Context: an optimization exercise on an open-source flow, tuned for small area, a short achievable clock period and few clock cycles per item. The choices shown serve that exercise and are no tape-out recipe. RTL that was checked went through simulation tests only; none was proved equivalent to the original.

==> run a: inputs <==
==> flow/design.v (excerpt) <==
module gorse_engine (
  input  wire         clk,
  input  wire         rst,
  input  wire         cmd_valid,
  output wire         cmd_ready,
  input  wire [1:0]   cmd_op,       
  input  wire [1:0]   cmd_slot,
  input  wire [127:0] cmd_key,      
  input  wire [31:0]  cmd_base,     
  input  wire [19:0]  cmd_pos,      
  input  wire [31:0]  cmd_index,    
  output wire         rsp_valid,
  output wire [127:0] rsp_data
);
  localparam OP_LOAD   = 2'd0;
  localparam OP_DERIVE = 2'd1;
  localparam OP_SAMPLE = 2'd2;
  localparam OP_SR     = 2'd3;
  localparam integer RPS = 1;           
  localparam integer NS  = 10 / RPS;    
  localparam integer NL  = NS + 1;      
  reg [127:0] tbl_key  [0:3];
  reg [31:0]  tbl_base [0:3];
  reg [127:0] px   [1:NL];
  reg [127:0] pk   [1:NL];
  reg         pv   [1:NL];
  reg         pwb  [1:NL];
  reg [1:0]   pslot[1:NL];
  wire [127:0] xl = px[NL];
  wire [127:0] kl = pk[NL];
  wire [127:0] block_out = {xl[127:96] + kl[127:96],
                            xl[95:64]  + kl[95:64],
                            xl[63:32]  + kl[63:32],
                            xl[31:0]   + kl[31:0]};
  assign rsp_valid = pv[NL];
  assign rsp_data  = block_out;
  reg [3:0] busy;
  integer j;
  always @(*) begin
    busy = 4'd0;
    for (j = 1; j < NL; j = j + 1)
      if (pv[j] && pwb[j]) busy[pslot[j]] = 1'b1;
  end
  wire is_reader = cmd_op[1];
  assign cmd_ready = ~(is_reader & busy[cmd_slot]);
  wire accept = cmd_valid & cmd_ready;
  wire fwd = pv[NL] & pwb[NL] & (pslot[NL] == cmd_slot);
  wire [127:0] rd_key  = fwd ? block_out : tbl_key[cmd_slot];
  wire [31:0]  rd_base = tbl_base[cmd_slot];
  reg [127:0] x_init, k_init;
  always @(*) begin
    if (cmd_op == OP_DERIVE) begin
  ...
==> module gorse_round, before the edit <==
module gorse_round #(
  parameter [31:0] RC = 32'h9E3779B9
) (
  input  wire [127:0] x_in,
  input  wire [31:0]  kw,
  output wire [127:0] x_out
);
  wire [31:0] x0 = x_in[31:0];
  wire [31:0] x1 = x_in[63:32];
  wire [31:0] x2 = x_in[95:64];
  wire [31:0] x3 = x_in[127:96];
  wire [31:0] cs_s = x0 ^ kw ^ RC;
  wire [31:0] cs_c = (x0 & kw) | (RC & (x0 | kw));
  wire [31:0] a0 = cs_s + {cs_c[30:0], 1'b0};
  wire [31:0] a1 = x1 ^ {a0[24:0], a0[31:25]};    
  wire [31:0] a2 = x2 + a1;
  wire [31:0] a3 = x3 ^ {a2[18:0], a2[31:19]};    
  wire [31:0] b0 = a0 + a3;
  wire [31:0] b1 = a1 ^ {b0[13:0], b0[31:14]};    
  assign x_out = {b0, a3, a2, b1};
endmodule
==> module gorse_engine, before the edit <==
module gorse_engine (
  input  wire         clk,
  input  wire         rst,
  input  wire         cmd_valid,
  output wire         cmd_ready,
  input  wire [1:0]   cmd_op,       
  input  wire [1:0]   cmd_slot,
  input  wire [127:0] cmd_key,      
  input  wire [31:0]  cmd_base,     
  input  wire [19:0]  cmd_pos,      
  input  wire [31:0]  cmd_index,    
  output wire         rsp_valid,
  output wire [127:0] rsp_data
);
  localparam OP_LOAD   = 2'd0;
  localparam OP_DERIVE = 2'd1;
  localparam OP_SAMPLE = 2'd2;
  localparam OP_SR     = 2'd3;
  localparam integer RPS = 1;           
  localparam integer NS  = 10 / RPS;    
  localparam integer NL  = NS + 1;      
  reg [127:0] tbl_key  [0:3];
  reg [31:0]  tbl_base [0:3];
  reg [127:0] px   [1:NL];
  reg [127:0] pk   [1:NL];
  reg         pv   [1:NL];
  reg         pwb  [1:NL];
  reg [1:0]   pslot[1:NL];
  wire [127:0] xl = px[NL];
  wire [127:0] kl = pk[NL];
  wire [127:0] block_out = {xl[127:96] + kl[127:96],
                            xl[95:64]  + kl[95:64],
                            xl[63:32]  + kl[63:32],
                            xl[31:0]   + kl[31:0]};
  assign rsp_valid = pv[NL];
  assign rsp_data  = block_out;
  reg [3:0] busy;
  integer j;
  always @(*) begin
    busy = 4'd0;
    for (j = 1; j < NL; j = j + 1)
      if (pv[j] && pwb[j]) busy[pslot[j]] = 1'b1;
  end
  wire is_reader = cmd_op[1];
  assign cmd_ready = ~(is_reader & busy[cmd_slot]);
  wire accept = cmd_valid & cmd_ready;
  wire fwd = pv[NL] & pwb[NL] & (pslot[NL] == cmd_slot);
  wire [127:0] rd_key  = fwd ? block_out : tbl_key[cmd_slot];
  wire [31:0]  rd_base = tbl_base[cmd_slot];
  reg [127:0] x_init, k_init;
  always @(*) begin
    if (cmd_op == OP_DERIVE) begin
      k_init = {32'h65446F6D, 32'h476F7273, cmd_key[63:0]};
      x_init = {64'd0, cmd_key[127:64]};
    end else begin
      k_init = rd_key;
      x_init = {rd_base, 32'd0, (cmd_op[0] ? cmd_index : 32'd0),
                4'h0, 6'd0, cmd_op[0], 1'b1, cmd_pos};
    end
  end
  wire kill = accept & (cmd_op == OP_LOAD);
  always @(posedge clk) begin
    if (pv[NL] && pwb[NL] && !(kill && cmd_slot == pslot[NL]))
      tbl_key[pslot[NL]] <= block_out;
    if (accept && cmd_op == OP_LOAD)
      tbl_key[cmd_slot] <= cmd_key;
    if (accept && !cmd_op[1])
      tbl_base[cmd_slot] <= cmd_base;
  end
  always @(posedge clk) begin
    px[1]    <= x_init;
    pk[1]    <= k_init;
    pslot[1] <= cmd_slot;
    pwb[1]   <= (cmd_op == OP_DERIVE);
    pv[1]    <= rst ? 1'b0 : (accept & (cmd_op != OP_LOAD));
  end
  genvar s, r;
  generate
    for (s = 1; s <= NS; s = s + 1) begin : g_stage
      wire [127:0] xs [0:RPS];
      assign xs[0] = px[s];
      for (r = 0; r < RPS; r = r + 1) begin : g_round
        localparam integer RN = (s - 1) * RPS + r;
        wire [127:0] kk = pk[s];
        gorse_round #(.RC(32'h9E3779B9 * (RN + 1))) u_round (
          .x_in  (xs[r]),
          .kw    (kk[32*(RN%4) +: 32]),
          .x_out (xs[r+1])
        );
      end
      always @(posedge clk) begin
        px[s+1]    <= xs[RPS];
        pk[s+1]    <= pk[s];
        pslot[s+1] <= pslot[s];
        pwb[s+1]   <= pwb[s] & ~(kill & (cmd_slot == pslot[s]));
        pv[s+1]    <= rst ? 1'b0 : pv[s];
      end
    end
  endgenerate
endmodule
make LEC_CHECK=0 CAP_MARGIN=20 CORE_MARGIN=2 CORE_UTILIZATION=40 PLACE_DENSITY=0.6 SLEW_MARGIN=20 finish   # period 12.0 ns
run.sh (not shown) runs the stock make flow with config.mk's settings and CLKGATE_MAP_FILE= SYNTH_SCRIPT=/design/flow/synth_recipe.tcl, a recipe that flattens the netlist after the stock synthesis.
==> run b: changes against run a <==
==> flow/design.v (replaced) <==
module gorse_round (
  input  wire [127:0] x_in,
  input  wire [31:0]  rk,
  output wire [127:0] x_out
);
  wire [31:0] x0 = x_in[31:0];
  wire [31:0] x1 = x_in[63:32];
  wire [31:0] x2 = x_in[95:64];
  wire [31:0] x3 = x_in[127:96];
  wire [31:0] a0 = x0 + rk;
  wire [31:0] a1 = x1 ^ {a0[24:0], a0[31:25]};    
  wire [31:0] a2 = x2 + a1;
  wire [31:0] a3 = x3 ^ {a2[18:0], a2[31:19]};    
  wire [31:0] b0 = a0 + a3;
  wire [31:0] b1 = a1 ^ {b0[13:0], b0[31:14]};    
  assign x_out = {b0, a3, a2, b1};
endmodule
module gorse_engine (
  input  wire         clk,
  input  wire         rst,
  input  wire         cmd_valid,
  output wire         cmd_ready,
  input  wire [1:0]   cmd_op,       
  input  wire [1:0]   cmd_slot,
  input  wire [127:0] cmd_key,      
  input  wire [31:0]  cmd_base,     
  input  wire [19:0]  cmd_pos,      
  input  wire [31:0]  cmd_index,    
  output reg          rsp_valid,
  output reg  [127:0] rsp_data
);
  localparam OP_LOAD   = 2'd0;
  localparam OP_DERIVE = 2'd1;
  localparam OP_SAMPLE = 2'd2;
  localparam OP_SR     = 2'd3;
  localparam S_IDLE = 2'd0;
  localparam S_RUN  = 2'd1;
  localparam S_DONE = 2'd2;
  reg [127:0] tbl_key  [0:3];
  reg [31:0]  tbl_base [0:3];
  reg [1:0]   state;
  reg [3:0]   round;
  reg [127:0] key_r;
  reg [127:0] x_r;
  reg         derive_r;
  reg [1:0]   slot_r;
  reg [31:0]  base_r;
  assign cmd_ready = (state == S_IDLE);
  reg [31:0] rconst;
  always @(*) begin
    case (round)
      4'd0:    rconst = 32'h9E3779B9;
      4'd1:    rconst = 32'h3C6EF372;
      4'd2:    rconst = 32'hDAA66D2B;
      4'd3:    rconst = 32'h78DDE6E4;
      4'd4:    rconst = 32'h1715609D;
      4'd5:    rconst = 32'hB54CDA56;
      4'd6:    rconst = 32'h5384540F;
      4'd7:    rconst = 32'hF1BBCDC8;
      4'd8:    rconst = 32'h8FF34781;
      default: rconst = 32'h2E2AC13A;
    endcase
  end
  reg [31:0] kword;
  always @(*) begin
    case (round[1:0])
      2'd0:    kword = key_r[31:0];
      2'd1:    kword = key_r[63:32];
      2'd2:    kword = key_r[95:64];
      default: kword = key_r[127:96];
    endcase
  end
  wire [31:0]  rk = kword + rconst;
  wire [127:0] x_next;
  gorse_round u_round (
    .x_in  (x_r),
    .rk    (rk),
    .x_out (x_next)
  );
  wire [127:0] block_out = {x_r[127:96] + key_r[127:96],
                            x_r[95:64]  + key_r[95:64],
                            x_r[63:32]  + key_r[63:32],
                            x_r[31:0]   + key_r[31:0]};
  always @(posedge clk) begin
    if (rst) begin
      state     <= S_IDLE;
      rsp_valid <= 1'b0;
    end else begin
      rsp_valid <= 1'b0;
      case (state)
        S_IDLE: begin
          if (cmd_valid) begin
            case (cmd_op)
              OP_LOAD: begin
                tbl_key[cmd_slot]  <= cmd_key;
                tbl_base[cmd_slot] <= cmd_base;
              end
              OP_DERIVE: begin
                key_r    <= {32'h65446F6D, 32'h476F7273, cmd_key[63:0]};
                x_r      <= {64'd0, cmd_key[127:64]};
                derive_r <= 1'b1;
                slot_r   <= cmd_slot;
                base_r   <= cmd_base;
                round    <= 4'd0;
                state    <= S_RUN;
              end
              OP_SAMPLE: begin
                key_r    <= tbl_key[cmd_slot];
                x_r      <= {tbl_base[cmd_slot], 32'd0, 32'd0,
                             4'h0, 8'h01, cmd_pos};
                derive_r <= 1'b0;
                round    <= 4'd0;
                state    <= S_RUN;
              end
              default: begin  
                key_r    <= tbl_key[cmd_slot];
                x_r      <= {tbl_base[cmd_slot], 32'd0, cmd_index,
                             4'h0, 8'h03, cmd_pos};
                derive_r <= 1'b0;
                round    <= 4'd0;
                state    <= S_RUN;
              end
            endcase
          end
        end
        S_RUN: begin
          x_r   <= x_next;
          round <= round + 4'd1;
          if (round == 4'd9)
            state <= S_DONE;
        end
        default: begin  
          rsp_data  <= block_out;
          rsp_valid <= 1'b1;
          if (derive_r) begin
            tbl_key[slot_r]  <= block_out;
            tbl_base[slot_r] <= base_r;
          end
          state <= S_IDLE;
        end
      endcase
    end
  end
endmodule
==> impl_metrics.toml <==
[status]
status = "finished clean"

[clocking]
clockBufferDepth = 3

[drt]
initialDrtViolationCount = 4328

[global_route]
grt_max_degree = 63

[floorplan]
die-height_um = 372.2

[cells_and_area]
final_common_cell = "edfxtp_1"

[logic_synthesis]
synth-simple-area-share_pct = 7.881

[timing]
min_period_over_period_pct = 90.75
The numbers above come from run b.

==> impl_metrics.toml <==
[floorplan]
die-height_um = 620.7

[cells_and_area]
final_common_cell = "dfxtp_1"
reg.largest.list = "pk (1408), px (1376), tbl_key (512)"

[status]
status = "finished clean"

[logic_synthesis]
synth-seq-area-share_pct = 49.85
synth-simple-area-share_pct = 9.247

[global_route]
grt_max_degree = 162

[drt]
initialDrtViolationCount = 13190

[clocking]
clockBufferDepth = 4
The numbers above come from run a.

Testbench counts of run b, summed over its fixed seeds: cycles 89,286, items 7,386.
The RTL of run a was laid out without a check of its function.

==> afterwards: timing with drivers on the ports <==
How much do the figures lean on ideal ports? The routed layouts below were timed once more, with nothing changed but the port constraints. Step 1, drivers: a clkbuf_16 drives clk and a buf_2 each remaining input, both assumed. Step 2 times the ports against the registers' clock, not the clock port: input delays grow and output delays shrink by t, the midpoint of the rising clock arrivals with the driver on. Slacks: ideal / step 1 / step 2; pairs: ideal / step 1.
run | t (ns) | slack for setup (ns) | worst register clock-pin slew, ns | pins driven straight from the clock port
run a | 1.078 | 1.233 / 1.233 / 1.233 | 0.08 / 0.08 | 1
run b | 0.835 | 1.110 / 1.110 / 1.110 | 0.08 / 0.08 | 1
After both steps setup and hold are still met in every run listed.
